Background: an optimization exercise with open tools, aiming at small area and few clock cycles. Do not read the settings as production practice.
The RTL was checked by simulation tests, not by an equivalence proof against the original design.

## chisel_aes_core
module chisel_aes_core (
    input  wire         clk,
    input  wire         rst,         
    input  wire         in_valid,
    output wire         in_ready,
    input  wire         in_rekey,
    input  wire [1:0]   in_ksize,
    input  wire [255:0] in_key,
    input  wire         in_dir,      
    input  wire [127:0] in_data,
    output wire         out_valid,
    output wire [127:0] out_data
);
    reg          run;        
    reg          kpass;      
    reg  [3:0]   cnt;        
    reg          save;       
    reg  [1:0]   ksize_q;
    reg          dir_q;      
    reg          lastdir;    
    reg  [127:0] st;
    reg  [255:0] kw;
    reg  [255:0] ks_save;
    wire [3:0] nlast = (ksize_q == 2'd0) ? 4'd10 : (ksize_q == 2'd1) ? 4'd12 : 4'd14;
    wire last = (cnt == nlast);
    wire bwd = run & dir_q;
    reg  s_en, s_at2, s_rot, z0;
    reg  [7:0] rc;
    always @(*) begin
        s_en = 1'b0; s_at2 = 1'b0; s_rot = 1'b0; z0 = 1'b0; rc = 8'h00;
        case ({ksize_q, bwd, cnt})
            {2'd0, 1'b0, 4'd1}: begin s_en = 1'b1; s_at2 = 1'b0; s_rot = 1'b1; z0 = 1'b0; rc = 8'h01; end
            {2'd0, 1'b0, 4'd2}: begin s_en = 1'b1; s_at2 = 1'b0; s_rot = 1'b1; z0 = 1'b0; rc = 8'h02; end
            {2'd0, 1'b0, 4'd3}: begin s_en = 1'b1; s_at2 = 1'b0; s_rot = 1'b1; z0 = 1'b0; rc = 8'h04; end
            {2'd0, 1'b0, 4'd4}: begin s_en = 1'b1; s_at2 = 1'b0; s_rot = 1'b1; z0 = 1'b0; rc = 8'h08; end
            {2'd0, 1'b0, 4'd5}: begin s_en = 1'b1; s_at2 = 1'b0; s_rot = 1'b1; z0 = 1'b0; rc = 8'h10; end
            {2'd0, 1'b0, 4'd6}: begin s_en = 1'b1; s_at2 = 1'b0; s_rot = 1'b1; z0 = 1'b0; rc = 8'h20; end
            {2'd0, 1'b0, 4'd7}: begin s_en = 1'b1; s_at2 = 1'b0; s_rot = 1'b1; z0 = 1'b0; rc = 8'h40; end
            {2'd0, 1'b0, 4'd8}: begin s_en = 1'b1; s_at2 = 1'b0; s_rot = 1'b1; z0 = 1'b0; rc = 8'h80; end
            {2'd0, 1'b0, 4'd9}: begin s_en = 1'b1; s_at2 = 1'b0; s_rot = 1'b1; z0 = 1'b0; rc = 8'h1b; end
  ...
==> flow/config.mk <==
export PLATFORM = sky130hd
export DESIGN_NAME = chisel_aes_core
export DESIGN_NICKNAME = chisel_aes_core
export VERILOG_FILES = /design/flow/design.v
export SDC_FILE = /design/flow/constraint.sdc
export NUM_CORES = 8
export LEC_CHECK = 0
export CAP_MARGIN = 35
export CORE_MARGIN = 2
export CORE_UTILIZATION = 40
export PLACE_DENSITY = 0.55
export SLEW_MARGIN = 35
==> flow/constraint.sdc <==
create_clock -name core_clock -period 12.0 [get_ports {clk}]
set_input_delay 2.4000 -clock core_clock [delete_from_list [all_inputs] [get_ports {clk}]]
set_output_delay 2.4000 -clock core_clock [all_outputs]
set_load 0.01 [all_outputs]
run.sh (not shown) runs the stock make flow with config.mk's settings and CLKGATE_MAP_FILE= SYNTH_SCRIPT=/design/flow/synth_recipe.tcl, a recipe that flattens the netlist after the stock synthesis.
Testbench counts at the start, summed over its fixed seeds: cycles 19,748.
Then changed:
==> flow/flow/run.sh (new file) <==
#!/bin/bash
# Layout flow: the standard flow (standard.sh), with two changes:
# - synthesis: ABC maps the logic with an area-oriented script
#   (flow/abc_map.script) in place of ORFS's; registers and naming are the
#   standard ones;
# - placement: every input and output port still gets its buffer, but the
#   smallest buffer cell (buf_1); repair_design resizes it where needed.
# Logs: synth.log (synthesis), layout.log (floorplan to final), and ORFS's own
# logs under orfs/logs/.
set -euo pipefail
W=$(pwd)
export BUFFER_PORTS_ARGS="-buffer_cell sky130_fd_sc_hd__buf_1"
rm -rf "$W/scripts_abc"
mkdir -p "$W/scripts_abc"
cp -r "$FLOW_HOME/scripts/." "$W/scripts_abc/"
cp "$W/flow/abc_map.script" "$W/scripts_abc/abc_area.script"
cp "$W/flow/abc_map.script" "$W/scripts_abc/abc_speed.script"
SCRIPTS_DIR="$W/scripts_abc" bash "$W/standard.sh" synth > "$W/synth.log" 2>&1
bash "$W/standard.sh" > "$W/layout.log" 2>&1
==> flow/flow/abc_map.script (new file) <==
&get -n
&st
&dch
&nf -R 1000
&put
&get -n
&st
&dch
&nf -R 1000
&put
&get -n
&st
&dch
&nf -R 1000
&put
==> flow/standard.sh (new file) <==
#!/bin/bash
# synth_recipe.tcl (not shown) runs the flow's synth.tcl, then flattens the netlist and writes it again
# the make line also repeats each setting of config.mk as NAME=value (left out here)
make -C /OpenROAD-flow-scripts/flow DESIGN_CONFIG=/design/flow/config.mk WORK_HOME=/design/flow/orfs CLKGATE_MAP_FILE= SYNTH_SCRIPT=/design/flow/synth_recipe.tcl "${@:-finish}"
- ABC_AREA: not set -> 1
- CAP_MARGIN: 35 -> 10
- CORE_UTILIZATION: 40 -> 55
- CTS_BUF_LIST: not set -> sky130_fd_sc_hd__clkbuf_8
- CTS_CLUSTER_SIZE: not set -> 24
- PLACE_DENSITY: 0.55 -> 0.7
- SLEW_MARGIN: 35 -> 10
removed: flow/run.sh
The new run went through all stages and came out clean.
Non-clock buffer count is lower by 806.
Count of clock-buffer cells in the layout is higher by 43.
Worst setup slack improved by 93 ps.
Worst hold slack improved by 55 ps.
Cell count is lower by 34%.
Core utilization is higher by 16 points.
Clock skew is lower by 9.6 ps.
Maximum frequency is higher by 0.82%.
Synthesized cell count is lower by 32%.
Synthesized area is lower by 34%.

static timing again, ports no longer ideal:
The results above use ideal ports. As a check the final layouts listed here were re-extracted and re-timed, cells and wires unchanged. Step 1 (the two cells are an assumption about what drives the block):
set clk [get_ports {clk}]
set_driving_cell -lib_cell sky130_fd_sc_hd__clkbuf_16 $clk
set_driving_cell -lib_cell sky130_fd_sc_hd__buf_2 [delete_from_list [all_inputs] $clk]
Step 2 times the ports against the registers' clock, not the clock port: input delays grow and output delays shrink by t, the midpoint of the rising clock arrivals with the driver on. Slacks: ideal / step 1 / step 2; pairs: ideal / step 1.
run | t, ns | setup slack, ns | clock arrival spread, ns
the first run | 0.960 | 0.543 / 0.543 / 0.543 | 0.082 / 0.082
the second run | 1.007 | 0.635 / 0.635 / 0.635 | 0.072 / 0.072
After both steps every run listed still meets setup and hold.
